This is an optimization exercise on Yosys and OpenROAD, whose aim is small area, not a production implementation.
In this exercise RTL edits were held to simulation tests only and were not proved equivalent to the original.

[config.mk]
export PLATFORM = sky130hd
export DESIGN_NAME = bsd_group
export DESIGN_NICKNAME = bsd_group
export VERILOG_FILES = /design/flow/design.v
export SDC_FILE = /design/flow/constraint.sdc
export NUM_CORES = 4
export LEC_CHECK = 0
export CAP_MARGIN = 20
export CORE_MARGIN = 2
export CORE_UTILIZATION = 40
export SLEW_MARGIN = 20
[constraint.sdc]
create_clock -name core_clock -period 25.0 [get_ports {clk}]
set_input_delay 5.0000 -clock core_clock [delete_from_list [all_inputs] [get_ports {clk}]]
set_output_delay 5.0000 -clock core_clock [all_outputs]
set_load 0.01 [all_outputs]
[design.v]
module bsd_chan (
    input  wire               clk,
    input  wire               rst,
    input  wire               bit_en,      
    input  wire               din,         
    input  wire               restart,     
    input  wire               comb_pend,   
    input  wire               order4,      
    input  wire [4:0]         tap,         
    input  wire               ok1,         
    input  wire               ok2,
    input  wire               ok3,
    input  wire [15:0]        fr3h,        
    input  wire               fr_par,      
    input  wire               fast_en,
    input  wire [17:0]        n_lo,        
    input  wire [17:0]        n_hi,        
    input  wire [17:0]        n_lo_in,     
    input  wire [17:0]        n_hi_in,     
    input  wire [2:0]         fast_cnt,
    input  wire [12:0]        stuck_n,
    output wire [37:0]        s_data,
    output wire [16:0]        fast_val,
    output reg                fast_out,
    output wire               stuck
);
    integer k;
    reg  [36:0] integ [0:3];
    reg  [36:0] comb_d [0:3];
    wire [36:0] ia0 = restart ? 37'd0 : integ[0];
    wire [36:0] ia1 = restart ? 37'd0 : integ[1];
    wire [36:0] ia2 = restart ? 37'd0 : integ[2];
    wire [36:0] ia3 = (restart || !order4) ? 37'd0 : integ[3];
    wire [36:0] i_new0, i_new1, i_new2, i_new3;
    rc_add #(37) u_i0 (.a(ia0), .b({{36{~din}}, 1'b1}), .ci(1'b0), .s(i_new0));
    rc_add #(37) u_i1 (.a(ia1), .b(i_new0), .ci(1'b0), .s(i_new1));
    rc_add #(37) u_i2 (.a(ia2), .b(i_new1), .ci(1'b0), .s(i_new2));
    rc_add #(37) u_i3 (.a(ia3), .b(i_new2), .ci(1'b0), .s(i_new3));
    wire [36:0] c_val0 = integ[3];
    wire [36:0] c_val1, c_val2, c_val3, c_val4;
    rc_add #(37) u_c0 (.a(c_val0), .b(~comb_d[0]), .ci(1'b1), .s(c_val1));
    rc_add #(37) u_c1 (.a(c_val1), .b(~comb_d[1]), .ci(1'b1), .s(c_val2));
    rc_add #(37) u_c2 (.a(c_val2), .b(~comb_d[2]), .ci(1'b1), .s(c_val3));
    rc_add #(37) u_c3 (.a(c_val3), .b(~comb_d[3]), .ci(1'b1), .s(c_val4));
    wire [36:0] s_res = c_val4;
    wire        s_pos = (s_res[35:0] == 36'd0) && dl1[0];    
    assign s_data = {s_res[36] && !s_pos, s_res};
    always @(posedge clk) begin
        if (bit_en) begin
            integ[0] <= i_new0;
            integ[1] <= i_new1;
            integ[2] <= i_new2;
            integ[3] <= i_new3;
            if (restart) begin
                for (k = 0; k < 4; k = k + 1)
                    comb_d[k] <= 37'd0;
            end else if (comb_pend) begin
                comb_d[0] <= c_val0;
                comb_d[1] <= c_val1;
                comb_d[2] <= c_val2;
                comb_d[3] <= order4 ? c_val3 : 37'd0;
            end
        end
    end
    reg [31:0] dl1, dl2, dl3;           
    wire b1 = dl1[tap] && ok1;          
    wire b2 = dl2[tap] && ok2;          
    wire b3 = dl3[tap] && ok3;          
    reg [6:0]  e1, e1d;
    reg [11:0] e2;
    reg [15:0] h3;
    wire [2:0] t1 = {2'b00, din} + {2'b00, b2} - {1'b0, b1, 1'b0};
    wire [2:0] t2 = {2'b00, b1}  + {2'b00, b3} - {1'b0, b2, 1'b0};
    wire [6:0] e1_n, e1d_n;
    rc_add #(7) u_e1  (.a(e1),  .b({{4{t1[2]}}, t1}), .ci(1'b0), .s(e1_n));
    rc_add #(7) u_e1d (.a(e1d), .b({{4{t2[2]}}, t2}), .ci(1'b0), .s(e1d_n));
    wire [7:0] de1;
    rc_add #(8) u_de1 (.a({e1_n[6], e1_n}), .b(~{e1d_n[6], e1d_n}), .ci(1'b1), .s(de1));
    wire [11:0] e2_n;
    rc_add #(12) u_e2 (.a(e2), .b({{4{de1[7]}}, de1}), .ci(1'b0), .s(e2_n));
    wire [15:0] h3_n;
    rc_add #(16) u_h3 (.a(h3), .b({{4{e2_n[11]}}, e2_n}), .ci(1'b0), .s(h3_n));
    assign fast_val = {h3, fr_par};
    wire [17:0] v = {~h3_n[15], h3_n, fr_par};    
    wire c_lo, c_hi, c_lo_in, c_hi_in;
    rc_cmp #(18) u_lo    (.a(v), .nb(n_lo),    .ci(1'b1), .co(c_lo));      
    rc_cmp #(18) u_hi    (.a(v), .nb(n_hi),    .ci(1'b0), .co(c_hi));      
    rc_cmp #(18) u_lo_in (.a(v), .nb(n_lo_in), .ci(1'b1), .co(c_lo_in));   
    rc_cmp #(18) u_hi_in (.a(v), .nb(n_hi_in), .ci(1'b0), .co(c_hi_in));   
    wire out_now = !c_lo || c_hi;
    wire in_now  = c_lo_in && !c_hi_in;
    reg  [2:0] cnt_out, cnt_in;
    wire [2:0] cnt_out_n = out_now ? ((cnt_out == 3'd4) ? 3'd4 : cnt_out + 3'd1) : 3'd0;
    wire [2:0] cnt_in_n  = in_now  ? ((cnt_in  == 3'd4) ? 3'd4 : cnt_in  + 3'd1) : 3'd0;
    always @(posedge clk) begin
        if (bit_en) begin
            dl1 <= {dl1[30:0], din};
            dl2 <= {dl2[30:0], b1};
            dl3 <= {dl3[30:0], b2};
        end
        if (rst) begin
            e1       <= 7'd0;
            e1d      <= 7'd0;
            e2       <= 12'd0;
            h3       <= fr3h;
            fast_out <= 1'b0;
            cnt_out  <= 3'd0;
            cnt_in   <= 3'd0;
        end else begin
            if (bit_en) begin
                e1       <= e1_n;
                e1d      <= e1d_n;
                e2       <= e2_n;
                h3       <= h3_n;
                cnt_out  <= cnt_out_n;
                cnt_in   <= cnt_in_n;
                if (!fast_en)
                    fast_out <= 1'b0;
                else if (!fast_out && cnt_out_n >= fast_cnt)
                    fast_out <= 1'b1;
                else if (fast_out && cnt_in_n >= fast_cnt)
                    fast_out <= 1'b0;
            end else if (!fast_en) begin
                fast_out <= 1'b0;
            end
        end
    end
    reg  [12:0] run_len;
    wire [12:0] run_inc;
    rc_add #(13) u_run (.a(run_len), .b(13'd0), .ci(1'b1), .s(run_inc));
    wire run_ge;
    rc_cmp #(13) u_stuck (.a(run_len), .nb(~stuck_n), .ci(1'b1), .co(run_ge));
    always @(posedge clk) begin
        if (rst) begin
            run_len <= 13'd0;
        end else if (bit_en) begin
            if (run_len != 13'd0 && din == dl1[0])
                run_len <= (&run_len) ? run_len : run_inc;
            else
                run_len <= 13'd1;
        end
    end
    assign stuck = run_ge;
endmodule
module rc_add #(parameter W = 8) (
    input  wire [W-1:0] a,
    input  wire [W-1:0] b,
    input  wire         ci,
    output reg  [W-1:0] s
);
    reg c;
    integer i;
    always @(*) begin
        c = ci;
        for (i = 0; i < W; i = i + 1) begin
            s[i] = a[i] ^ b[i] ^ c;
            c    = (a[i] & b[i]) | (c & (a[i] ^ b[i]));
        end
    end
endmodule
module rc_cmp #(parameter W = 8) (
    input  wire [W-1:0] a,
    input  wire [W-1:0] nb,
    input  wire         ci,
    output reg          co
);
    integer i;
    always @(*) begin
        co = ci;
        for (i = 0; i < W; i = i + 1)
            co = (a[i] & nb[i]) | (co & a[i]) | (co & nb[i]);
    end
endmodule
module bsd_group (
    input  wire         clk,
    input  wire         rst,
    input  wire         bit_en,
    input  wire [3:0]   sdin,
    input  wire         sync,
    input  wire         order4,
    input  wire [9:0]   dec_r,
    input  wire [5:0]   fast_r,
    input  wire         fast_en,
    input  wire [17:0]  fast_lo,
    input  wire [17:0]  fast_hi,
    input  wire [16:0]  fast_hyst,
    input  wire [2:0]   fast_cnt,
    input  wire [12:0]  stuck_n,
    output reg          s_valid,
    output wire [151:0] s_data,
    output wire [67:0]  fast_val,
    output wire [3:0]   fast_out,
    output wire [3:0]   stuck
);
    localparam NCH = 4;
    reg  sync_pend;
    wire restart = sync | sync_pend;
    reg  [9:0] blk_cnt;
    wire [9:0] blk_inc;
    rc_add #(10) u_blk_inc (.a(blk_cnt), .b(10'd0), .ci(1'b1), .s(blk_inc));
    wire [9:0] blk_cnt_n = restart ? 10'd1 : blk_inc;
    wire       blk_end   = (blk_cnt_n == dec_r);
    reg  comb_pend;
    reg  fr_par;
    always @(posedge clk) begin
        if (rst) begin
            sync_pend <= 1'b1;
            blk_cnt   <= 10'd0;
            s_valid   <= 1'b0;
            comb_pend <= 1'b0;
            fr_par    <= fast_r[0];
        end else begin
            s_valid <= bit_en && blk_end;
            if (bit_en) begin
                sync_pend <= 1'b0;
                blk_cnt   <= blk_end ? 10'd0 : blk_cnt_n;
                comb_pend <= blk_end;
            end else if (sync) begin
                sync_pend <= 1'b1;
            end
        end
    end
    reg  [6:0] nb_cnt;
    wire [6:0] nb_inc;
    rc_add #(7) u_nb_inc (.a(nb_cnt), .b(7'd0), .ci(1'b1), .s(nb_inc));
    always @(posedge clk) begin
        if (rst)
            nb_cnt <= 7'd0;
        else if (bit_en && nb_cnt != 7'd96)
            nb_cnt <= nb_inc;
    end
    wire [6:0] fr_x1 = {1'b0, fast_r};
    wire [6:0] fr_x2 = {fast_r, 1'b0};
    wire [6:0] fr_x3;
    rc_add #(7) u_fr_x3 (.a(fr_x1), .b(fr_x2), .ci(1'b0), .s(fr_x3));
    wire ok1, ok2, ok3;      
    rc_cmp #(7) u_ok1 (.a(nb_cnt), .nb(~fr_x1), .ci(1'b1), .co(ok1));
    rc_cmp #(7) u_ok2 (.a(nb_cnt), .nb(~fr_x2), .ci(1'b1), .co(ok2));
    rc_cmp #(7) u_ok3 (.a(nb_cnt), .nb(~fr_x3), .ci(1'b1), .co(ok3));
    reg [15:0] fr3h;
    always @(*) begin
        case (fast_r)
            6'd0: fr3h = 16'h0000;
            6'd1: fr3h = 16'hffff;
            6'd2: fr3h = 16'hfffc;
            6'd3: fr3h = 16'hfff2;
            6'd4: fr3h = 16'hffe0;
            6'd5: fr3h = 16'hffc1;
            6'd6: fr3h = 16'hff94;
            6'd7: fr3h = 16'hff54;
            6'd8: fr3h = 16'hff00;
            6'd9: fr3h = 16'hfe93;
            6'd10: fr3h = 16'hfe0c;
            6'd11: fr3h = 16'hfd66;
            6'd12: fr3h = 16'hfca0;
            6'd13: fr3h = 16'hfbb5;
            6'd14: fr3h = 16'hfaa4;
            6'd15: fr3h = 16'hf968;
            6'd16: fr3h = 16'hf800;
            6'd17: fr3h = 16'hf667;
            6'd18: fr3h = 16'hf49c;
            6'd19: fr3h = 16'hf29a;
            6'd20: fr3h = 16'hf060;
            6'd21: fr3h = 16'hede9;
            6'd22: fr3h = 16'heb34;
            6'd23: fr3h = 16'he83c;
            6'd24: fr3h = 16'he500;
            6'd25: fr3h = 16'he17b;
            6'd26: fr3h = 16'hddac;
            6'd27: fr3h = 16'hd98e;
            6'd28: fr3h = 16'hd520;
            6'd29: fr3h = 16'hd05d;
            6'd30: fr3h = 16'hcb44;
            6'd31: fr3h = 16'hc5d0;
            6'd32: fr3h = 16'hc000;
            6'd33: fr3h = 16'hb9cf;
            6'd34: fr3h = 16'hb33c;
            6'd35: fr3h = 16'hac42;
            6'd36: fr3h = 16'ha4e0;
            6'd37: fr3h = 16'h9d11;
            6'd38: fr3h = 16'h94d4;
            6'd39: fr3h = 16'h8c24;
            6'd40: fr3h = 16'h8300;
            6'd41: fr3h = 16'h7963;
            6'd42: fr3h = 16'h6f4c;
            6'd43: fr3h = 16'h64b6;
            6'd44: fr3h = 16'h59a0;
            6'd45: fr3h = 16'h4e05;
            6'd46: fr3h = 16'h41e4;
            6'd47: fr3h = 16'h3538;
            6'd48: fr3h = 16'h2800;
            6'd49: fr3h = 16'h1a37;
            6'd50: fr3h = 16'h0bdc;
            6'd51: fr3h = 16'hfcea;
            6'd52: fr3h = 16'hed60;
            6'd53: fr3h = 16'hdd39;
            6'd54: fr3h = 16'hcc74;
            6'd55: fr3h = 16'hbb0c;
            6'd56: fr3h = 16'ha900;
            6'd57: fr3h = 16'h964b;
            6'd58: fr3h = 16'h82ec;
            6'd59: fr3h = 16'h6ede;
            6'd60: fr3h = 16'h5a20;
            6'd61: fr3h = 16'h44ad;
            6'd62: fr3h = 16'h2e84;
            6'd63: fr3h = 16'h17a0;
            default: fr3h = 16'h0000;
        endcase
    end
    wire [18:0] lo_in, hi_in;
    rc_add #(19) u_lo_in (.a({fast_lo[17], fast_lo}), .b({2'b00, fast_hyst}),  .ci(1'b0), .s(lo_in));
    rc_add #(19) u_hi_in (.a({fast_hi[17], fast_hi}), .b(~{2'b00, fast_hyst}), .ci(1'b1), .s(hi_in));
    wire [17:0] lo_in_s = (lo_in[18] != lo_in[17]) ? 18'h1ffff : lo_in[17:0];
    wire [17:0] hi_in_s = (hi_in[18] != hi_in[17]) ? 18'h20000 : hi_in[17:0];
    wire [4:0] tap = fast_r[4:0] - 5'd1;
    genvar c;
    generate
        for (c = 0; c < NCH; c = c + 1) begin : g_ch
            bsd_chan u_ch (
                .clk       (clk),
                .rst       (rst),
                .bit_en    (bit_en),
                .din       (sdin[c]),
                .restart   (restart),
                .comb_pend (comb_pend),
                .order4    (order4),
                .tap       (tap),
                .ok1       (ok1),
                .ok2       (ok2),
                .ok3       (ok3),
                .fr3h      (fr3h),
                .fr_par    (fr_par),
                .fast_en   (fast_en),
                .n_lo      (~{~fast_lo[17], fast_lo[16:0]}),
                .n_hi      (~{~fast_hi[17], fast_hi[16:0]}),
                .n_lo_in   (~{~lo_in_s[17], lo_in_s[16:0]}),
                .n_hi_in   (~{~hi_in_s[17], hi_in_s[16:0]}),
                .fast_cnt  (fast_cnt),
                .stuck_n   (stuck_n),
                .s_data    (s_data[38*c +: 38]),
                .fast_val  (fast_val[17*c +: 17]),
                .fast_out  (fast_out[c]),
                .stuck     (stuck[c])
            );
        end
    endgenerate
endmodule
[run.sh]
#!/bin/bash
# synth_recipe.tcl (not shown) runs the flow's synth.tcl, then flattens the netlist and writes it again
# the make line also repeats each setting of config.mk as NAME=value (left out here)
make -C /OpenROAD-flow-scripts/flow DESIGN_CONFIG=/design/flow/config.mk WORK_HOME=/design/flow/orfs CLKGATE_MAP_FILE= SYNTH_SCRIPT=/design/flow/synth_recipe.tcl finish
==> notes.md, run 1 <==
Status - timing/DRC/antenna clean
CTS buffer count - 211
FF-to-FF path depth - 45
Vias in the first global route - 64,930
Share of layout cells above drive strength 1 - 0.07877
Non-Filler Instances - 12,030
Worst Tran Pin Value - 1.142 ns
Post-synth top area cell - edfxtp_1
Antenna violations before repair - 14
Most common cell in the netlist - edfxtp_1
Fillers - 23,870
Final min period - 24.26 ns
Area Overhead vs Synth - 13.08%
Post-Synth Simple-Gate Area - 0.08723
Placement-stage cell area - 0.1149 mm2
Placer Congestion - 0.9213
Chip Width - 522.7 um
Reg2reg setup slack - 7.36 ns
Yosys cell types - 85
Fin crit share - 0.9706
First-pass GRT wire length - 390,700 um
Remaining DRCs - 0
Worst-skew pair later-pin latency - 0.90 ns
Max Cap Viol - 0
Synth Area in XOR/XNOR - 0.01067
Slowest cell delay on critical path - 0.58 ns
CTS Root Cell - clkbuf_16
Area of the multi-input gates - 0.04915 mm2
Worst Hold Depth - 0
CTS Buffer Depth - 4
Post-CTS Hold Buffers - 0
Main flop type after synthesis - edfxtp_1
Post-route ant nets - 0
Reg-to-Reg End - g_ch[2].u_ch.integ[3][36]$_DFFE_PP_
Initial DRC Count - 5,122
Syn. warnings - 15
Final max-slew violation count - 0
Worst R2R Start - sync_pend$_SDFFE_PP1P_
Register Area - 0.05312 mm2
Worst Hold Class - flop to flop
Clock slew at reported path FFs - 0.06 ns
H-tree depth - 4
Ranking of synthesized cells by area - edfxtp_1, fa_1, inv_1
CTS tree - done
Nets - 9,904
Top cell type's share of synthesized area - 0.4557
Number of flops mapped to enable cells by yosys - 1,633
CP max FO - 3
Crit path DAT - 19.26 ns
#FFs+latches synth - 1,837
Via-to-Cell Ratio - 5.074
Post-synthesis adder-cell area fraction - 0.2729
Clock skew - 0.1002 ns
Num Clock Sinks - 1,837
All-Layer GR Usage - 0.1842
Seq/Total Area, Yosys - 0.4936
Rows - 190
CP startpoint - g_ch[0].u_ch.integ[3][0]$_DFFE_PP_
Largest net degree at the start of global routing - 200
Worst EP required - 20.00 ns
Largest family of logic cells by synthesized area - adder cells
Initial Utilization - 0.4020
CP max stage cell - fa_1
WL final - 248,900 um
Die ar. - 0.2732 mm2
Ports - 324
CP Launch Type - flop
Die H - 522.7 um
Final instance area - 0.1217 mm2
Number of port buffers - 323
Crit path to - s_data[37]
Setup crit end kind - output pin
Cell repeated most along the worst path - fa_1
Synth Cell Area - 0.1076 mm2
Worst hold slack - 0.4009 ns
Synth cell count leaders - edfxtp_1, fa_1, inv_1
Multiplexer area fraction after synthesis - 0.03317
Hold Violations, Final - 0
Placed insts - 11,650
Gr ovfl total - 0
Avg Synthesized Cell Area - 13.47 um2
Core ar. - 0.2677 mm2
Per-cell routed wire length - 20.69 um
Cells after Synth - 7,987
Iteration count of the initial detailed-routing pass - 6
Post-synth ARST share - 0
Worst slew margin - 0.2362
Crit path kind - flop to output pin
Vias post-DR - 61,050
DP HPWL - 182,500 um
Setup-failing EPs final - 0
Fmax - 41.21 MHz
Synth Area in Compound Gates - 0.04817
==> metal layers <==
layer  wire length [um]  GRT usage  vias to the layer above
met1             107700     0.2566                    31720
met3              13650    0.02762                      396
met5                 29          0                        -
met4               7462    0.05680                        6
li1                   -          -                    27390
met2             120000     0.2982                     1536
==> registers in the layout, summed over array words and instances (netlist names), 28 cells and up <==
register and count:
g_ch.u_ch.comb_d 592, g_ch.u_ch.integ 592, g_ch.u_ch.dl1 128, g_ch.u_ch.dl2 128, g_ch.u_ch.dl3 128, g_ch.u_ch.h3 64, g_ch.u_ch.run_len 52, g_ch.u_ch.e2 48
g_ch.u_ch.e1 28, g_ch.u_ch.e1d 28
==> cell type report <==
type | instances | share of cell area
multi-input combinational | 4610 | 0.4039
sequential | 1837 | 0.4365
timing repair buffer | 408 | 0.03225
clock inverter | 99 | 0.005892
clock buffer | 271 | 0.04632
inverter | 1243 | 0.03834
tap | 3552 | 0.03652
antenna | 10 | 0.0002056
==> logic make-up after synthesis <==
group / count (synthesis)
AO/OA/AOI/OAI: 771
XOR/XNOR: 128
adder cells (fa/ha/maj): 1572
buffers and inverters: 1540
flip-flops: 1837
multiplexers: 204
AND/OR/NAND/NOR: 1935
==> repair_timing <==
item | 4_1_cts | 5_1_grt
setup buffers | 0 | 1
endpoints found under the setup margin | 12 | 13
gates resized for setup | 55 | 91
pin swaps | 18 | 28
==> cells in the final DEF, fill, tap and decap left out, types with 52 or more instances in the layout <==
master	n
mux4_2	122
ha_1	180
maj3_1	70
nand2_1	342
nor2_1	738
o21ai_0	163
mux2i_1	81
edfxtp_1	1633
fa_2	132
a22oi_1	62
nor2b_1	53
buf_4	81
dfxtp_1	204
clkdlybuf4s50_1	312
clkbuf_16	212
and2_1	569
a211oi_1	64
clkinv_1	52
xnor2_1	78
a21oi_1	147
fa_1	1184
inv_1	1232
==> critical path: cells and delay by family, from the launching register on <==
| kind | cells | cell delay (ns) |
|---|---|---|
| adders and majority gates | 39 | 16.84 |
| buffers and inverters | 5 | 0.59 |
| and+or+nand+nor | 2 | 0.37 |
| DFF | 1 | 0.35 |
| AOI/OAI and AO/OA | 1 | 0.26 |
==> how the worst min path moves through the flow <==
stage,slack [ns],start,end
CTS,0.40,g_ch[3].u_ch.dl1[22]$_DFFE_PP_,g_ch[3].u_ch.dl1[23]$_DFFE_PP_
global route,0.41,g_ch[1].u_ch.dl3[14]$_DFFE_PP_,g_ch[1].u_ch.dl3[15]$_DFFE_PP_
floorplan,0.42,g_ch[0].u_ch.dl1[12]$_DFFE_PP_,g_ch[0].u_ch.dl1[13]$_DFFE_PP_
detailed placement,0.43,g_ch[1].u_ch.dl1[1]$_DFFE_PP_,g_ch[1].u_ch.dl1[2]$_DFFE_PP_
finish,0.40,g_ch[3].u_ch.dl1[22]$_DFFE_PP_,g_ch[3].u_ch.dl1[23]$_DFFE_PP_
global placement,0.43,g_ch[0].u_ch.dl1[14]$_DFFE_PP_,g_ch[0].u_ch.dl1[15]$_DFFE_PP_
==> per-stage QoR <==
| stage | utilization | setup TNS [ns] | worst slack [ns] |
|---|---|---|---|
| floorplan | - | 0 | 1.428 |
| global placement | 0.4291 | 0 | 0.2108 |
| detailed placement | 0.4291 | 0 | 0.09957 |
| CTS | 0.4534 | 0 | 0.001055 |
| global route | 0.4546 | -0.003388 | -0.003388 |
| finish | 0.4546 | 0 | 0.7356 |
==> run 2, diff against run 1 <==
--- a/design.v
+++ b/design.v
@@ -5,4 +5,6 @@
     input  wire               din,         
     input  wire               restart,     
+    input  wire               restart_n,   
+    input  wire               rs_n,        
     input  wire               comb_pend,   
     input  wire               order4,      
@@ -27,37 +29,38 @@
     integer k;
     reg  [36:0] integ [0:3];
-    reg  [36:0] comb_d [0:3];
-    wire [36:0] ia0 = restart ? 37'd0 : integ[0];
-    wire [36:0] ia1 = restart ? 37'd0 : integ[1];
-    wire [36:0] ia2 = restart ? 37'd0 : integ[2];
-    wire [36:0] ia3 = (restart || !order4) ? 37'd0 : integ[3];
+    reg  [36:0] comb_n [0:3];    
+    wire [36:0] ia0 = integ[0] & {37{rs_n}};
+    wire [36:0] ia1 = integ[1] & {37{rs_n}};
+    wire [36:0] ia2 = integ[2] & {37{rs_n}};
+    wire [36:0] ia3 = integ[3] & {37{rs_n && order4}};
+    wire        xn  = ~din && bit_en;
     wire [36:0] i_new0, i_new1, i_new2, i_new3;
-    rc_add #(37) u_i0 (.a(ia0), .b({{36{~din}}, 1'b1}), .ci(1'b0), .s(i_new0));
-    rc_add #(37) u_i1 (.a(ia1), .b(i_new0), .ci(1'b0), .s(i_new1));
-    rc_add #(37) u_i2 (.a(ia2), .b(i_new1), .ci(1'b0), .s(i_new2));
-    rc_add #(37) u_i3 (.a(ia3), .b(i_new2), .ci(1'b0), .s(i_new3));
+    rc_add #(37) u_i0 (.a(ia0), .b({{36{xn}}, bit_en}), .ci(1'b0), .s(i_new0));
+    rc_add #(37) u_i1 (.a(ia1), .b(i_new0 & {37{bit_en}}), .ci(1'b0), .s(i_new1));
+    rc_add #(37) u_i2 (.a(ia2), .b(i_new1 & {37{bit_en}}), .ci(1'b0), .s(i_new2));
+    rc_add #(37) u_i3 (.a(ia3), .b(i_new2 & {37{bit_en || !order4}}), .ci(1'b0), .s(i_new3));
     wire [36:0] c_val0 = integ[3];
     wire [36:0] c_val1, c_val2, c_val3, c_val4;
-    rc_add #(37) u_c0 (.a(c_val0), .b(~comb_d[0]), .ci(1'b1), .s(c_val1));
-    rc_add #(37) u_c1 (.a(c_val1), .b(~comb_d[1]), .ci(1'b1), .s(c_val2));
-    rc_add #(37) u_c2 (.a(c_val2), .b(~comb_d[2]), .ci(1'b1), .s(c_val3));
-    rc_add #(37) u_c3 (.a(c_val3), .b(~comb_d[3]), .ci(1'b1), .s(c_val4));
+    rc_add #(37) u_c0 (.a(c_val0), .b(comb_n[0]), .ci(1'b1), .s(c_val1));
+    rc_add #(37) u_c1 (.a(c_val1), .b(comb_n[1]), .ci(1'b1), .s(c_val2));
+    rc_add #(37) u_c2 (.a(c_val2), .b(comb_n[2]), .ci(1'b1), .s(c_val3));
+    rc_add #(37) u_c3 (.a(c_val3), .b(comb_n[3]), .ci(1'b1), .s(c_val4));
     wire [36:0] s_res = c_val4;
     wire        s_pos = (s_res[35:0] == 36'd0) && dl1[0];    
     assign s_data = {s_res[36] && !s_pos, s_res};
     always @(posedge clk) begin
+        integ[0] <= i_new0;
+        integ[1] <= i_new1;
+        integ[2] <= i_new2;
+        integ[3] <= i_new3;
         if (bit_en) begin
-            integ[0] <= i_new0;
-            integ[1] <= i_new1;
-            integ[2] <= i_new2;
-            integ[3] <= i_new3;
             if (restart) begin
                 for (k = 0; k < 4; k = k + 1)
-                    comb_d[k] <= 37'd0;
+                    comb_n[k] <= ~37'd0;
             end else if (comb_pend) begin
-                comb_d[0] <= c_val0;
-                comb_d[1] <= c_val1;
-                comb_d[2] <= c_val2;
-                comb_d[3] <= order4 ? c_val3 : 37'd0;
+                comb_n[0] <= ~(c_val0 & {37{restart_n}});
+                comb_n[1] <= ~(c_val1 & {37{restart_n}});
+                comb_n[2] <= ~(c_val2 & {37{restart_n}});
+                comb_n[3] <= ~(c_val3 & {37{restart_n && order4}});
             end
         end
@@ -128,5 +131,5 @@
     reg  [12:0] run_len;
     wire [12:0] run_inc;
-    rc_add #(13) u_run (.a(run_len), .b(13'd0), .ci(1'b1), .s(run_inc));
+    rc_inc #(13) u_run (.a(run_len), .s(run_inc));
     wire run_ge;
     rc_cmp #(13) u_stuck (.a(run_len), .nb(~stuck_n), .ci(1'b1), .co(run_ge));
@@ -147,15 +150,46 @@
     input  wire [W-1:0] b,
     input  wire         ci,
-    output reg  [W-1:0] s
+    output wire [W-1:0] s
 );
-    reg c;
-    integer i;
-    always @(*) begin
-        c = ci;
-        for (i = 0; i < W; i = i + 1) begin
-            s[i] = a[i] ^ b[i] ^ c;
-            c    = (a[i] & b[i]) | (c & (a[i] ^ b[i]));
+    wire [W:0] c;
+    assign c[0] = ci;
+    genvar i;
+    generate
+        for (i = 0; i < W; i = i + 1) begin : g_bit
+            fa1 u_fa (.a(a[i]), .b(b[i]), .ci(c[i]), .s(s[i]), .co(c[i+1]));
         end
-    end
+    endgenerate
+endmodule
+module rc_inc #(parameter W = 8) (
+    input  wire [W-1:0] a,
+    output wire [W-1:0] s
+);
+    wire [W:0] c;
+    assign c[0] = 1'b1;
+    genvar i;
+    generate
+        for (i = 0; i < W; i = i + 1) begin : g_bit
+            ha1 u_ha (.a(a[i]), .b(c[i]), .s(s[i]), .co(c[i+1]));
+        end
+    endgenerate
+endmodule
+module ha1 (
+    input  wire a,
+    input  wire b,
+    output wire s,
+    output wire co
+);
+    assign s  = a ^ b;
+    assign co = a & b;
+endmodule
+module fa1 (
+    input  wire a,
+    input  wire b,
+    input  wire ci,
+    output wire s,
+    output wire co
+);
+    assign s  = a ^ b ^ ci;
+    assign co = (a & b) | (ci & (a ^ b));
 endmodule
 module rc_cmp #(parameter W = 8) (
@@ -198,5 +232,5 @@
     reg  [9:0] blk_cnt;
     wire [9:0] blk_inc;
-    rc_add #(10) u_blk_inc (.a(blk_cnt), .b(10'd0), .ci(1'b1), .s(blk_inc));
+    rc_inc #(10) u_blk_inc (.a(blk_cnt), .s(blk_inc));
     wire [9:0] blk_cnt_n = restart ? 10'd1 : blk_inc;
     wire       blk_end   = (blk_cnt_n == dec_r);
@@ -223,5 +257,5 @@
     reg  [6:0] nb_cnt;
     wire [6:0] nb_inc;
-    rc_add #(7) u_nb_inc (.a(nb_cnt), .b(7'd0), .ci(1'b1), .s(nb_inc));
+    rc_inc #(7) u_nb_inc (.a(nb_cnt), .s(nb_inc));
     always @(posedge clk) begin
         if (rst)
@@ -323,4 +357,6 @@
                 .din       (sdin[c]),
                 .restart   (restart),
+                .restart_n (~restart),
+                .rs_n      (~(restart && bit_en)),
                 .comb_pend (comb_pend),
                 .order4    (order4),
--- a/config.mk
+++ b/config.mk
@@ -8,4 +8,10 @@
 export CAP_MARGIN = 20
 export CORE_MARGIN = 2
-export CORE_UTILIZATION = 40
+export CORE_UTILIZATION = 65
+export CTS_BUF_LIST = sky130_fd_sc_hd__clkbuf_16
+export CTS_CLUSTER_DIAMETER = 80
+export CTS_CLUSTER_SIZE = 26
+export PLACE_DENSITY = 0.75
 export SLEW_MARGIN = 20
+export SYNTH_HIERARCHICAL = 1
+export SYNTH_MINIMUM_KEEP_SIZE = 0
==> notes.md, run 2 <==
Worst Hold Class - flop to flop
Syn. warnings - 15
CTS tree - done
Die H - 401.9 um
Worst-skew pair later-pin latency - 0.77 ns
Max Cap Viol - 0
Reg-to-Reg End - g_ch[1].u_ch.integ[3][36]$_DFF_P_
Post-cts sizing count - 0
Final max-slew violation count - 0
Worst R2R Start - sync_pend$_SDFFE_PP1P_
Antenna violations before repair - 12
Remaining DRCs - 0
CTS buffer count - 98
Fillers - 10,670
Top cell type's share of synthesized area - 0.3037
CP max stage cell - fa_1
Initial Utilization - 0.6521
Crit path buffers/inverters - 1
Die ar. - 0.1615 mm2
Setup-failing EPs final - 0
Largest net degree at the start of global routing - 142
Worst EP required - 20.00 ns
Post-route ant nets - 0
Worst slew margin - 0.1244
CP top delay family - adder cells
Worst Tran Pin Value - 1.305 ns
#FFs+latches synth - 1,837
Cell repeated most along the worst path - fa_1
Number of flops mapped to enable cells by yosys - 1,041
Critical path depth - 43
Ranking of synthesized cells by area - edfxtp_1, fa_1, dfxtp_1
Num Clock Sinks - 1,837
Status - timing/DRC/antenna clean
Post-synth ARST share - 0
Placement-stage cell area - 0.1084 mm2
Setup Fix Bufs, Post-CTS - 0
Number of port buffers - 323
Crit path to - s_data[113]
Seq/Total Area, Yosys - 0.4586
Nets - 9,417
Hold Violations, Final - 0
Rows - 146
Synth Cell Area - 0.1029 mm2
Post-CTS Hold Buffers - 0
H-tree depth - 3
Share of layout cells above drive strength 1 - 0.05896
Yosys cell types - 76
DP HPWL - 146,900 um
Crit path kind - flop to output pin
FF-to-FF path depth - 47
Avg Synthesized Cell Area - 13.73 um2
All-Layer GR Usage - 0.2641
Reg2reg setup slack - 6.28 ns
Vias in the first global route - 62,130
First-pass GRT wire length - 338,900 um
Post-synth top area cell - edfxtp_1
CP max FO - 2
Initial DRC Count - 5,037
WL final - 205,100 um
Vias post-DR - 58,520
Iteration count of the initial detailed-routing pass - 5
Pre-CTS setup slack - 1.213 ns
Fin crit share - 0.9544
Setup_tns - 0 ns
Final worst slack - 1.139 ns
Per-cell routed wire length - 20.69 um
Final min period - 23.86 ns
Cells after Synth - 7,495
Most common cell in the netlist - fa_1
CP startpoint - g_ch[2].u_ch.comb_n[0][0]$_SDFFCE_PP1P_
Core ar. - 0.1578 mm2
Via-to-Cell Ratio - 5.903
Ports - 324
Placer Congestion - 0.9181
Crit path DAT - 18.86 ns
Biggest regs - g_ch.u_ch.comb_n (592), g_ch.u_ch.integ (592)
Setup crit end kind - output pin
CTS Root Cell - clkbuf_16
Final instance area - 0.1119 mm2
Chip Width - 401.9 um
Area Overhead vs Synth - 8.755%
Main flop type after synthesis - edfxtp_1
RSZ-0062 raised after global routing - no
CP Launch Type - flop
Most common cell after layout, fill and taps aside - fa_1
Most frequent cells in the layout - fa_1, edfxtp_1, and2_1
Clock slew at reported path FFs - 0.09 ns
Synth cell count leaders - fa_1, edfxtp_1, and2_1
Gr ovfl total - 0
CTS Buffer Depth - 3
Fmax - 41.91 MHz
Clock skew - 0.08244 ns
Slowest cell delay on critical path - 0.50 ns
## run 2: cell count changes in the layout (fill, tap and decap cells not counted), moves of 132 or more
cell,change
fa_2,-132
dfxtp_1,+592
nor2_1,-518
nand2_1,+381
edfxtp_1,-592
inv_1,-997
and3_1,+158
and2_1,+344
fa_1,+245
## run 2: how the worst min path moves through the flow
stage,from,endpoint,slack (ns),depth (start not counted)
6_report,g_ch[2].u_ch.dl2[15]$_DFFE_PP_,g_ch[2].u_ch.dl2[16]$_DFFE_PP_,0.42,0
5_1_grt,g_ch[2].u_ch.dl2[15]$_DFFE_PP_,g_ch[2].u_ch.dl2[16]$_DFFE_PP_,0.42,0
4_1_cts,g_ch[2].u_ch.dl2[15]$_DFFE_PP_,g_ch[2].u_ch.dl2[16]$_DFFE_PP_,0.41,0
3_5_place_dp,g_ch[2].u_ch.dl1[16]$_DFFE_PP_,g_ch[2].u_ch.dl1[17]$_DFFE_PP_,0.43,0
3_3_place_gp,g_ch[3].u_ch.dl3[19]$_DFFE_PP_,g_ch[3].u_ch.dl3[20]$_DFFE_PP_,0.42,0
2_1_floorplan,g_ch[0].u_ch.dl1[17]$_DFFE_PP_,g_ch[0].u_ch.dl1[18]$_DFFE_PP_,0.42,0
## run 2: cell type report
type / instances / area (um2) / share of cell area
Antenna cell: 5 / 12.51 / 0.0001118
Inverter: 218 / 825.8 / 0.007378
Clock inverter: 83 / 905.9 / 0.008093
Tap cell: 2072 / 2592 / 0.02316
Timing Repair Buffer: 385 / 3752 / 0.03352
Clock buffer: 101 / 2527 / 0.02258
Multi-Input combinational cell: 5212 / 54120 / 0.4835
Sequential cell: 1837 / 47200 / 0.4217
## run 2: worst register-to-register path: cells and delay by family (launching register included)
family | cells | cell delay [ns]
flip-flops | 1 | 0.39
AND/OR/NAND/NOR | 6 | 1.47
adder cells (fa/ha/maj) | 40 | 16.36
buffers and inverters | 1 | 0.36
## run 2: kinds of logic (layout without fill, tap and decap cells)
logic type,after synthesis,after routing,share of synthesized area
XOR/XNOR,10,10,0.0008510
flip-flops,1837,1837,0.4586
multiplexers,352,352,0.04829
other,16,97,0.0005836
AO/OA/AOI/OAI,798,798,0.05287
buffers and inverters,522,787,0.02038
adder cells (fa/ha/maj),1624,1624,0.3006
AND/OR/NAND/NOR,2336,2336,0.1178
## run 2: per-module statistics from Yosys (local to each module, per instance), excerpt
module     flip-flops and latches  times used  area [um2]  cells
bsd_chan                      454           4       16380   1210
bsd_group                      21           1        2741    419
fa1                             0        1429       20.02      1
ha1                             0          69       12.51      1
## run 2: stage by stage
| step | cells | util | hold WS (ns) |
|---|---|---|---|
| floorplan | 7571 | - | 0.4172 |
| global placement | 9723 | 0.6868 | 0.4224 |
| detailed placement | 9723 | 0.6869 | 0.4281 |
| CTS | 9907 | 0.7087 | 0.4080 |
| global route | 9908 | 0.7091 | 0.4152 |
| finish | 9913 | 0.7092 | 0.4203 |
## run 2: routing by layer
metal	global-route usage	share of wire	vias up	wire (um)
li1	-	-	26290	-
met3	0.03768	0.062	280	12700
met2	0.4258	0.49	1610	100800
met5	0	0.00014	-	28
met1	0.3853	0.42	30340	86660
met4	0.06694	0.024	4	4922
==> run 3, diff against run 2 <==
--- a/config.mk
+++ b/config.mk
@@ -9,7 +9,7 @@
 export CORE_MARGIN = 2
 export CORE_UTILIZATION = 65
-export CTS_BUF_LIST = sky130_fd_sc_hd__clkbuf_16
-export CTS_CLUSTER_DIAMETER = 80
-export CTS_CLUSTER_SIZE = 26
+export CTS_BUF_LIST = sky130_fd_sc_hd__clkbuf_8
+export CTS_CLUSTER_DIAMETER = 60
+export CTS_CLUSTER_SIZE = 14
 export PLACE_DENSITY = 0.75
 export SLEW_MARGIN = 20
==> notes.md, run 3 <==
Status - timing/DRC/antenna clean
CTS tree - done
Placer Congestion - 0.9181
Slowest cell delay on critical path - 0.62 ns
Final instance area - 0.1118 mm2
Setup Fix Bufs, Post-CTS - 0
Post-CTS Hold Buffers - 0
Yosys cell types - 76
FF-to-FF path depth - 47
Fmax - 41.67 MHz
Setup crit end kind - output pin
WL final - 205,100 um
Main flop type after synthesis - edfxtp_1
Most common cell in the netlist - fa_1
Fillers - 10,740
Antenna violations before repair - 11
Setup_tns - 0 ns
Most frequent cells in the layout - fa_1, edfxtp_1, and2_1
Worst R2R Start - sync_pend$_SDFFE_PP1P_
Worst Hold Class - flop to flop
Clock skew - 0.05826 ns
Ports - 324
Largest net degree at the start of global routing - 142
Num Clock Sinks - 1,837
Synth cell count leaders - fa_1, edfxtp_1, and2_1
DP HPWL - 146,900 um
CP Launch Type - flop
Initial Utilization - 0.6521
Placement-stage cell area - 0.1084 mm2
CTS Root Cell - clkbuf_8
Reg-to-Reg End - g_ch[1].u_ch.integ[3][36]$_DFF_P_
Hold Violations, Final - 0
Syn. warnings - 15
Reg2reg setup slack - 6.47 ns
Number of port buffers - 323
Iteration count of the initial detailed-routing pass - 7
Cells after Synth - 7,495
Setup-failing EPs final - 0
Share of layout cells above drive strength 1 - 0.06529
Crit path DAT - 19.00 ns
Via-to-Cell Ratio - 5.865
CTS buffer count - 163
All-Layer GR Usage - 0.2652
Remaining DRCs - 0
Nets - 9,481
Ranking of synthesized cells by area - edfxtp_1, fa_1, dfxtp_1
Cell repeated most along the worst path - fa_1
Worst EP required - 20.00 ns
Most common cell after layout, fill and taps aside - fa_1
Area Overhead vs Synth - 8.616%
Final min period - 24.00 ns
Gr ovfl total - 0
Top cell type's share of synthesized area - 0.3037
Number of flops mapped to enable cells by yosys - 1,041
CP startpoint - g_ch[1].u_ch.integ[3][0]$_DFF_P_
Crit path to - s_data[75]
Fin crit share - 0.9599
#FFs+latches synth - 1,837
Biggest regs - g_ch.u_ch.comb_n (592), g_ch.u_ch.integ (592)
CP max FO - 3
First-pass GRT wire length - 339,200 um
Synth Cell Area - 0.1029 mm2
Rows - 146
Final Util - 0.7083
Post-synth ARST share - 0
Die H - 401.9 um
Seq/Total Area, Yosys - 0.4586
Clock slew at reported path FFs - 0.09 ns
Per-cell routed wire length - 20.46 um
Avg Synthesized Cell Area - 13.73 um2
Worst slew margin - 0.1608
Post-cts sizing count - 0
CTS Buffer Depth - 3
Worst hold slack - 0.4124 ns
Final max-slew violation count - 0
Initial DRC Count - 4,579
CP max stage cell - fa_1
Crit path kind - flop to output pin
RSZ-0062 raised after global routing - no
Vias post-DR - 58,810
Post-synth top area cell - edfxtp_1
Vias in the first global route - 62,490
Die ar. - 0.1615 mm2
Worst Tran Pin Value - 1.250 ns
Chip Width - 401.9 um
Core ar. - 0.1578 mm2
Max Cap Viol - 0
H-tree depth - 4
Worst-skew pair later-pin latency - 0.93 ns
Post-route ant nets - 0
## run 3: worst min path at each step
stage	depth (start not counted)	endpoint	startpoint	slack, ns
6_report	0	g_ch[1].u_ch.dl2[19]$_DFFE_PP_	g_ch[1].u_ch.dl2[18]$_DFFE_PP_	0.41
5_1_grt	0	g_ch[1].u_ch.dl2[19]$_DFFE_PP_	g_ch[1].u_ch.dl2[18]$_DFFE_PP_	0.41
4_1_cts	0	g_ch[1].u_ch.dl2[19]$_DFFE_PP_	g_ch[1].u_ch.dl2[18]$_DFFE_PP_	0.39
3_5_place_dp	0	g_ch[2].u_ch.dl1[17]$_DFFE_PP_	g_ch[2].u_ch.dl1[16]$_DFFE_PP_	0.43
3_3_place_gp	0	g_ch[3].u_ch.dl3[20]$_DFFE_PP_	g_ch[3].u_ch.dl3[19]$_DFFE_PP_	0.42
2_1_floorplan	0	g_ch[0].u_ch.dl1[18]$_DFFE_PP_	g_ch[0].u_ch.dl1[17]$_DFFE_PP_	0.42
## run 3: worst max-delay path: cells and delay by family, from the launching register on
family	cells	cell delay, ns
AOI/OAI and AO/OA	1	0.18
adders and majority gates	40	16.96
DFF	1	0.37
buffers and inverters	1	0.53
## run 3: cell type report
class | instances | area (um2) | share of cell area
timing repair buffer | 384 | 3745 | 0.03350
clock buffer | 174 | 2395 | 0.02142
tap | 2072 | 2592 | 0.02319
antenna | 6 | 15.01 | 0.0001343
inverter | 218 | 825.8 | 0.007387
clock inverter | 124 | 900.9 | 0.008059
multi-input combinational | 5212 | 54120 | 0.4841
sequential | 1837 | 47200 | 0.4222
## run 3: per-stage QoR
step                std cells  setup WS, ns
global placement         9723         1.476
floorplan                7571         1.072
global route            10020        0.3342
finish                  10030         1.003
detailed placement       9723         1.213
CTS                     10020        0.8050
## run 3: logic make-up after synthesis
logic type               after synthesis  synth area share
buffers and inverters                522           0.02038
AO/OA/AOI/OAI                        798           0.05287
multiplexers                         352           0.04829
AND/OR/NAND/NOR                     2336            0.1178
adder cells (fa/ha/maj)             1624            0.3006
other                                 16         0.0005836
XOR/XNOR                              10         0.0008510
flip-flops                          1837            0.4586
## run 3: metal layers
layer | vias to the layer above | global-route usage | part of all wire
li1 | 26420 | - | -
met1 | 30360 | 0.3800 | 0.42
met2 | 1682 | 0.4263 | 0.49
met3 | 341 | 0.04773 | 0.068
met4 | 6 | 0.06952 | 0.023
met5 | - | 0 | 0.00019
## run 3: modules after synthesis (local to each module, per instance), a selection
module | copies in the design | cell area [um2] | cells | flops+latches
bsd_chan | 4 | 16380 | 1210 | 454
ha1 | 69 | 12.51 | 1 | 0
bsd_group | 1 | 2741 | 419 | 21
fa1 | 1429 | 20.02 | 1 | 0
==> run 4, diff against run 3 <==
--- a/design.v
+++ b/design.v
@@ -36,14 +36,14 @@
     wire        xn  = ~din && bit_en;
     wire [36:0] i_new0, i_new1, i_new2, i_new3;
-    rc_add #(37) u_i0 (.a(ia0), .b({{36{xn}}, bit_en}), .ci(1'b0), .s(i_new0));
-    rc_add #(37) u_i1 (.a(ia1), .b(i_new0 & {37{bit_en}}), .ci(1'b0), .s(i_new1));
-    rc_add #(37) u_i2 (.a(ia2), .b(i_new1 & {37{bit_en}}), .ci(1'b0), .s(i_new2));
-    rc_add #(37) u_i3 (.a(ia3), .b(i_new2 & {37{bit_en || !order4}}), .ci(1'b0), .s(i_new3));
+    rc_addx #(37, 37, 0) u_i0 (.a(ia0), .b({{36{xn}}, bit_en}), .ci(1'b0), .s(i_new0));
+    rc_addx #(37, 37, 0) u_i1 (.a(ia1), .b(i_new0 & {37{bit_en}}), .ci(1'b0), .s(i_new1));
+    rc_addx #(37, 37, 0) u_i2 (.a(ia2), .b(i_new1 & {37{bit_en}}), .ci(1'b0), .s(i_new2));
+    rc_addx #(37, 37, 0) u_i3 (.a(ia3), .b(i_new2 & {37{bit_en || !order4}}), .ci(1'b0), .s(i_new3));
     wire [36:0] c_val0 = integ[3];
     wire [36:0] c_val1, c_val2, c_val3, c_val4;
-    rc_add #(37) u_c0 (.a(c_val0), .b(comb_n[0]), .ci(1'b1), .s(c_val1));
-    rc_add #(37) u_c1 (.a(c_val1), .b(comb_n[1]), .ci(1'b1), .s(c_val2));
-    rc_add #(37) u_c2 (.a(c_val2), .b(comb_n[2]), .ci(1'b1), .s(c_val3));
-    rc_add #(37) u_c3 (.a(c_val3), .b(comb_n[3]), .ci(1'b1), .s(c_val4));
+    rc_addx #(37, 37, 2) u_c0 (.a(c_val0), .b(comb_n[0]), .ci(1'b1), .s(c_val1));
+    rc_addx #(37, 37, 2) u_c1 (.a(c_val1), .b(comb_n[1]), .ci(1'b1), .s(c_val2));
+    rc_addx #(37, 37, 2) u_c2 (.a(c_val2), .b(comb_n[2]), .ci(1'b1), .s(c_val3));
+    rc_addx #(37, 37, 2) u_c3 (.a(c_val3), .b(comb_n[3]), .ci(1'b1), .s(c_val4));
     wire [36:0] s_res = c_val4;
     wire        s_pos = (s_res[35:0] == 36'd0) && dl1[0];    
@@ -73,22 +73,24 @@
     reg [11:0] e2;
     reg [15:0] h3;
-    wire [2:0] t1 = {2'b00, din} + {2'b00, b2} - {1'b0, b1, 1'b0};
-    wire [2:0] t2 = {2'b00, b1}  + {2'b00, b3} - {1'b0, b2, 1'b0};
+    wire [2:0] t1r = {2'b00, din} + {2'b00, b2} - {1'b0, b1, 1'b0};
+    wire [2:0] t2r = {2'b00, b1}  + {2'b00, b3} - {1'b0, b2, 1'b0};
+    wire [2:0] t1  = t1r & {3{bit_en}};
+    wire [2:0] t2  = t2r & {3{bit_en}};
     wire [6:0] e1_n, e1d_n;
-    rc_add #(7) u_e1  (.a(e1),  .b({{4{t1[2]}}, t1}), .ci(1'b0), .s(e1_n));
-    rc_add #(7) u_e1d (.a(e1d), .b({{4{t2[2]}}, t2}), .ci(1'b0), .s(e1d_n));
+    rc_addx #(7, 7, 0) u_e1  (.a(e1),  .b({{4{t1[2]}}, t1}), .ci(1'b0), .s(e1_n));
+    rc_addx #(7, 7, 0) u_e1d (.a(e1d), .b({{4{t2[2]}}, t2}), .ci(1'b0), .s(e1d_n));
     wire [7:0] de1;
-    rc_add #(8) u_de1 (.a({e1_n[6], e1_n}), .b(~{e1d_n[6], e1d_n}), .ci(1'b1), .s(de1));
+    rc_addx #(8, 8, 2) u_de1 (.a({e1_n[6], e1_n}), .b(~{e1d_n[6], e1d_n}), .ci(1'b1), .s(de1));
     wire [11:0] e2_n;
-    rc_add #(12) u_e2 (.a(e2), .b({{4{de1[7]}}, de1}), .ci(1'b0), .s(e2_n));
+    rc_addx #(12, 12, 0) u_e2 (.a(e2), .b({{4{de1[7]}}, de1} & {12{bit_en}}), .ci(1'b0), .s(e2_n));
     wire [15:0] h3_n;
-    rc_add #(16) u_h3 (.a(h3), .b({{4{e2_n[11]}}, e2_n}), .ci(1'b0), .s(h3_n));
+    rc_addx #(16, 16, 0) u_h3 (.a(h3), .b({{4{e2_n[11]}}, e2_n} & {16{bit_en}}), .ci(1'b0), .s(h3_n));
     assign fast_val = {h3, fr_par};
     wire [17:0] v = {~h3_n[15], h3_n, fr_par};    
     wire c_lo, c_hi, c_lo_in, c_hi_in;
-    rc_cmp #(18) u_lo    (.a(v), .nb(n_lo),    .ci(1'b1), .co(c_lo));      
-    rc_cmp #(18) u_hi    (.a(v), .nb(n_hi),    .ci(1'b0), .co(c_hi));      
-    rc_cmp #(18) u_lo_in (.a(v), .nb(n_lo_in), .ci(1'b1), .co(c_lo_in));   
-    rc_cmp #(18) u_hi_in (.a(v), .nb(n_hi_in), .ci(1'b0), .co(c_hi_in));   
+    rc_cmpk #(18, 1) u_lo    (.a(v), .nb(n_lo),    .co(c_lo));      
+    rc_cmpk #(18, 0) u_hi    (.a(v), .nb(n_hi),    .co(c_hi));      
+    rc_cmpk #(18, 1) u_lo_in (.a(v), .nb(n_lo_in), .co(c_lo_in));   
+    rc_cmpk #(18, 0) u_hi_in (.a(v), .nb(n_hi_in), .co(c_hi_in));   
     wire out_now = !c_lo || c_hi;
     wire in_now  = c_lo_in && !c_hi_in;
@@ -111,9 +113,9 @@
             cnt_in   <= 3'd0;
         end else begin
+            e1  <= e1_n;
+            e1d <= e1d_n;
+            e2  <= e2_n;
+            h3  <= h3_n;
             if (bit_en) begin
-                e1       <= e1_n;
-                e1d      <= e1d_n;
-                e2       <= e2_n;
-                h3       <= h3_n;
                 cnt_out  <= cnt_out_n;
                 cnt_in   <= cnt_in_n;
@@ -133,5 +135,5 @@
     rc_inc #(13) u_run (.a(run_len), .s(run_inc));
     wire run_ge;
-    rc_cmp #(13) u_stuck (.a(run_len), .nb(~stuck_n), .ci(1'b1), .co(run_ge));
+    rc_cmpk #(13, 1) u_stuck (.a(run_len), .nb(~stuck_n), .co(run_ge));
     always @(posedge clk) begin
         if (rst) begin
@@ -193,16 +195,94 @@
     assign co = (a & b) | (ci & (a ^ b));
 endmodule
-module rc_cmp #(parameter W = 8) (
+module rc_cmpk #(parameter W = 8, parameter CI = 1) (
     input  wire [W-1:0] a,
     input  wire [W-1:0] nb,
-    input  wire         ci,
-    output reg          co
+    output wire         co
 );
-    integer i;
-    always @(*) begin
-        co = ci;
-        for (i = 0; i < W; i = i + 1)
-            co = (a[i] & nb[i]) | (co & a[i]) | (co & nb[i]);
-    end
+    wire [W-1:0] c;
+    assign c[0] = (CI != 0) ? (a[0] | nb[0]) : (a[0] & nb[0]);
+    genvar i;
+    generate
+        for (i = 1; i < W; i = i + 1) begin : g_bit
+            maj1 u_mj (.a(a[i]), .b(nb[i]), .c(c[i-1]), .y(c[i]));
+        end
+    endgenerate
+    assign co = c[W-1];
+endmodule
+module maj1 (
+    input  wire a,
+    input  wire b,
+    input  wire c,
+    output wire y
+);
+    assign y = (a & b) | (a & c) | (b & c);
+endmodule
+module rc_addx #(parameter W = 8, parameter WB = 8, parameter CI = 1) (
+    input  wire [W-1:0]  a,
+    input  wire [WB-1:0] b,
+    input  wire          ci,
+    output wire [W-1:0]  s
+);
+    wire [W:0] c;
+    genvar i;
+    generate
+        if (CI == 0) begin : g_c0
+            ha1 u_ha (.a(a[0]), .b(b[0]), .s(s[0]), .co(c[1]));
+        end else if (CI == 1) begin : g_c1
+            fa1 u_fa (.a(a[0]), .b(b[0]), .ci(ci), .s(s[0]), .co(c[1]));
+        end else begin : g_c2
+            assign s[0] = ~(a[0] ^ b[0]);
+            assign c[1] = a[0] | b[0];
+        end
+        for (i = 1; i < W; i = i + 1) begin : g_bit
+            if (i < WB) begin : g_f
+                fa1 u_fa (.a(a[i]), .b(b[i]), .ci(c[i]), .s(s[i]), .co(c[i+1]));
+            end else begin : g_h
+                ha1 u_ha (.a(a[i]), .b(c[i]), .s(s[i]), .co(c[i+1]));
+            end
+        end
+    endgenerate
+endmodule
+module rc_addxc #(parameter W = 8, parameter WB = 8, parameter CI = 1) (
+    input  wire [W-1:0]  a,
+    input  wire [WB-1:0] b,
+    input  wire          ci,
+    output wire [W:0]    s
+);
+    wire [W:0] c;
+    genvar i;
+    generate
+        if (CI == 0) begin : g_c0
+            ha1 u_ha (.a(a[0]), .b(b[0]), .s(s[0]), .co(c[1]));
+        end else if (CI == 1) begin : g_c1
+            fa1 u_fa (.a(a[0]), .b(b[0]), .ci(ci), .s(s[0]), .co(c[1]));
+        end else begin : g_c2
+            assign s[0] = ~(a[0] ^ b[0]);
+            assign c[1] = a[0] | b[0];
+        end
+        for (i = 1; i < W; i = i + 1) begin : g_bit
+            if (i < WB) begin : g_f
+                fa1 u_fa (.a(a[i]), .b(b[i]), .ci(c[i]), .s(s[i]), .co(c[i+1]));
+            end else begin : g_h
+                ha1 u_ha (.a(a[i]), .b(c[i]), .s(s[i]), .co(c[i+1]));
+            end
+        end
+    endgenerate
+    assign s[W] = c[W];
+endmodule
+module rc_addc #(parameter W = 8) (
+    input  wire [W-1:0] a,
+    input  wire [W-1:0] b,
+    output wire [W:0]   s
+);
+    wire [W:0] c;
+    assign c[0] = 1'b0;
+    genvar i;
+    generate
+        for (i = 0; i < W; i = i + 1) begin : g_bit
+            fa1 u_fa (.a(a[i]), .b(b[i]), .ci(c[i]), .s(s[i]), .co(c[i+1]));
+        end
+    endgenerate
+    assign s[W] = c[W];
 endmodule
 module bsd_group (
@@ -266,10 +346,12 @@
     wire [6:0] fr_x1 = {1'b0, fast_r};
     wire [6:0] fr_x2 = {fast_r, 1'b0};
-    wire [6:0] fr_x3;
-    rc_add #(7) u_fr_x3 (.a(fr_x1), .b(fr_x2), .ci(1'b0), .s(fr_x3));
+    wire [6:0] fr_x3;                   
+    wire [6:0] fr_x3h;
+    rc_addxc #(6, 5, 0) u_fr_x3 (.a(fast_r), .b(fast_r[5:1]), .ci(1'b0), .s(fr_x3h));
+    assign fr_x3 = {fr_x3h[5:0], fast_r[0]};
     wire ok1, ok2, ok3;      
-    rc_cmp #(7) u_ok1 (.a(nb_cnt), .nb(~fr_x1), .ci(1'b1), .co(ok1));
-    rc_cmp #(7) u_ok2 (.a(nb_cnt), .nb(~fr_x2), .ci(1'b1), .co(ok2));
-    rc_cmp #(7) u_ok3 (.a(nb_cnt), .nb(~fr_x3), .ci(1'b1), .co(ok3));
+    rc_cmpk #(7, 1) u_ok1 (.a(nb_cnt), .nb(~fr_x1), .co(ok1));
+    rc_cmpk #(7, 1) u_ok2 (.a(nb_cnt), .nb(~fr_x2), .co(ok2));
+    rc_cmpk #(7, 1) u_ok3 (.a(nb_cnt), .nb(~fr_x3), .co(ok3));
     reg [15:0] fr3h;
     always @(*) begin
@@ -343,6 +425,9 @@
     end
     wire [18:0] lo_in, hi_in;
-    rc_add #(19) u_lo_in (.a({fast_lo[17], fast_lo}), .b({2'b00, fast_hyst}),  .ci(1'b0), .s(lo_in));
-    rc_add #(19) u_hi_in (.a({fast_hi[17], fast_hi}), .b(~{2'b00, fast_hyst}), .ci(1'b1), .s(hi_in));
+    rc_addx #(19, 17, 0) u_lo_in (.a({fast_lo[17], fast_lo}), .b(fast_hyst), .ci(1'b0), .s(lo_in));
+    wire [17:0] hi_lo17;
+    rc_addxc #(17, 17, 2) u_hi_in (.a(fast_hi[16:0]), .b(~fast_hyst), .ci(1'b1), .s(hi_lo17));
+    wire        hi_c = hi_lo17[17];
+    assign hi_in = {fast_hi[17] ^ (!hi_c && !fast_hi[17]), fast_hi[17] ^ !hi_c, hi_lo17[16:0]};
     wire [17:0] lo_in_s = (lo_in[18] != lo_in[17]) ? 18'h1ffff : lo_in[17:0];
     wire [17:0] hi_in_s = (hi_in[18] != hi_in[17]) ? 18'h20000 : hi_in[17:0];
==> flow/run.sh (new file) <==
#!/bin/bash
# Layout flow: the standard layout (standard.sh, which runs ORFS on
# config.mk with flow/config.mk's settings), with two changes to how the
# layout is made:
#  - the buffers ORFS puts on every input and output port are buf_1 cells
#    (ORFS otherwise picks clkdlybuf4s50_1, 2.7 times the area);
#  - CTS does not add dummy loads to balance the clock tree (the arguments
#    are otherwise the ones ORFS builds from flow/config.mk's CTS settings).
# ORFS writes each step's full log under orfs/logs/; this script's own
# output goes to flow_run.log.
set -euo pipefail
exec > flow_run.log 2>&1
export BUFFER_PORTS_ARGS="-buffer_cell sky130_fd_sc_hd__buf_1"
export CTS_ARGS="-sink_clustering_enable -repair_clock_nets -sink_clustering_size 14 -sink_clustering_max_diameter 60 -buf_list sky130_fd_sc_hd__clkbuf_8 -dont_use_dummy_load"
bash standard.sh
==> standard.sh (new file) <==
#!/bin/bash
# synth_recipe.tcl (not shown) runs the flow's synth.tcl, then flattens the netlist and writes it again
# the make line also repeats each setting of config.mk as NAME=value (left out here)
make -C /OpenROAD-flow-scripts/flow DESIGN_CONFIG=/design/flow/config.mk WORK_HOME=/design/flow/orfs CLKGATE_MAP_FILE= SYNTH_SCRIPT=/design/flow/synth_recipe.tcl "${@:-finish}"
removed: run.sh
==> notes.md, run 4 <==
Post-cts sizing count - 0
Num Clock Sinks - 1,837
Placement-stage cell area - 0.1035 mm2
All-Layer GR Usage - 0.2386
Hold Violations, Final - 0
CP max stage cell - fa_1
Setup_tns - 0 ns
Clock skew - 0.05934 ns
Largest net degree at the start of global routing - 154
Worst Tran Pin Value - 1.102 ns
Remaining DRCs - 0
Final instance area - 0.1057 mm2
CTS buffer count - 158
Post-route ant nets - 0
Max Cap Viol - 0
Die ar. - 0.1574 mm2
Most frequent cells in the layout - fa_1, and2_1, edfxtp_1
Cells after Synth - 7,168
Synth Cell Area - 0.1003 mm2
Area Overhead vs Synth - 5.468%
Final max-slew violation count - 0
Clock slew at reported path FFs - 0.09 ns
CP Launch Type - flop
RSZ-0062 raised after global routing - no
Setup Fix Bufs, Post-CTS - 0
Worst-skew pair later-pin latency - 0.88 ns
Setup crit end kind - output pin
Chip Width - 396.7 um
Final min period - 23.49 ns
M2 GR Usage - 0.3771
WL final - 178,000 um
Avg Synthesized Cell Area - 13.99 um2
Fillers - 10,700
Setup-failing EPs final - 0
Initial Utilization - 0.6524
Status - timing/DRC/antenna clean
Via-to-Cell Ratio - 5.560
DP HPWL - 130,900 um
Nets - 9,075
Share of layout cells above drive strength 1 - 0.1050
M1 GR Usage - 0.3528
CTS Root Cell - clkbuf_8
Gr ovfl total - 0
H-tree depth - 4
Antenna violations before repair - 8
Worst Hold Class - flop to flop
Rows - 144
Core ar. - 0.1537 mm2
Biggest regs - g_ch.u_ch.comb_n (592), g_ch.u_ch.integ (592)
Crit path kind - flop to output pin
Syn. warnings - 12
Busiest grt layer - met2
Crit path DAT - 18.49 ns
Number of port buffers - 323
Vias in the first global route - 56,900
Worst EP required - 20.00 ns
Placer Congestion - 0.8676
Ports - 324
Vias post-DR - 52,610
Fmax - 42.57 MHz
Slowest cell delay on critical path - 0.56 ns
Iteration count of the initial detailed-routing pass - 5
CTS tree - done
CP max FO - 2
Post-CTS Hold Buffers - 0
Met3 usage - 0.03727
Cell repeated most along the worst path - fa_1
Area of the multi-input gates - 0.05160 mm2
Die H - 396.7 um
Per-cell routed wire length - 18.81 um
Most common cell after layout, fill and taps aside - fa_1
Initial DRC Count - 3,156
First-pass GRT wire length - 300,300 um
Worst slew margin - 0.2651
CTS Buffer Depth - 3
Register Area - 0.04655 mm2
Fin crit share - 0.9396
==> run 4: final cells by class <==
cell class                      instances  share of cell area
Antenna cell                            5           0.0001183
Clock buffer                          158             0.02057
Inverter                              287             0.01024
Multi-Input combinational cell       4741              0.4880
Sequential cell                      1837              0.4403
Tap cell                             2044             0.02419
Timing Repair Buffer                  390             0.01665
==> run 4: final timing paths <==
kind	from	end	slack, ns	cells after the start
worst min-delay path	g_ch[3].u_ch.dl3[7]$_DFFE_PP_	g_ch[3].u_ch.dl3[8]$_DFFE_PP_	0.42	0
worst max-delay path	g_ch[0].u_ch.comb_n[0][0]$_SDFFCE_PP1P_	s_data[37]	1.51	46
worst max register to register	sync_pend$_SDFFE_PP1P_	g_ch[1].u_ch.integ[3][36]$_DFF_P_	6.93	47
worst min register to register	g_ch[3].u_ch.dl3[7]$_DFFE_PP_	g_ch[3].u_ch.dl3[8]$_DFFE_PP_	0.42	0
==> run 4: stage by stage <==
step	cells	worst slack [ns]	utilization	hold slack, ns
after floorplan	7169	0.7777	-	0.4207
after global placement	9298	2.097	0.6731	0.4242
after detailed placement	9299	1.756	0.6733	0.4285
after CTS	9457	1.255	0.6875	0.4105
after global routing	9462	0.8125	0.6880	0.4203
final	9462	1.511	0.6880	0.4215
==> run 4: critical path: cells and delay by family, from the launching register on <==
family	cells	cell delay, ns
buffers and inverters	4	0.46
adders and majority gates	39	15.72
AOI/OAI and AO/OA	1	0.38
and+or+nand+nor	2	0.65
DFF	1	0.37
==> run 4: per-layer routing <==
metal	part of all wire	vias up
li1	-	24220
met1	0.45	27040
met2	0.48	1078
met3	0.048	262
met4	0.023	6
met5	0.00025	-

==> static timing again, ports no longer ideal <==
The flow's constraints put no driver on any port. The routed layouts listed below were extracted and timed again, unchanged, in two steps.
Step 1 sets driving cells, clkbuf_16 on the clock port and buf_2 on the other inputs (assumed; they add their load-dependent delay and slew).
Step 2 also shifts input and output timing later by t, the mid clock arrival at the registers, as if the neighbouring blocks saw the same clock.
a / b / c = ideal / step 1 / step 2; a / b = the first two.
run | shift t [ns] | slack for setup (ns) | hold WS [ns] | latest minus earliest clock arrival (ns)
run 1 | 0.938 | 0.736 / 0.647 / 1.585 | 0.401 / 0.401 / 0.401 | 0.102 / 0.103
run 2 | 0.824 | 1.139 / 1.045 / 1.125 | 0.420 / 0.420 / 0.420 | 0.083 / 0.083
run 3 | 0.994 | 1.003 / 0.919 / 1.284 | 0.412 / 0.412 / 0.412 | 0.070 / 0.069
run 4 | 0.947 | 1.511 / 1.427 / 2.045 | 0.421 / 0.421 / 0.421 | 0.076 / 0.075
After both steps setup and hold are still met in every run listed. The setup slack of run 2, which loses most, moves by -0.094 ns with the drivers and by -0.014 ns with both steps.
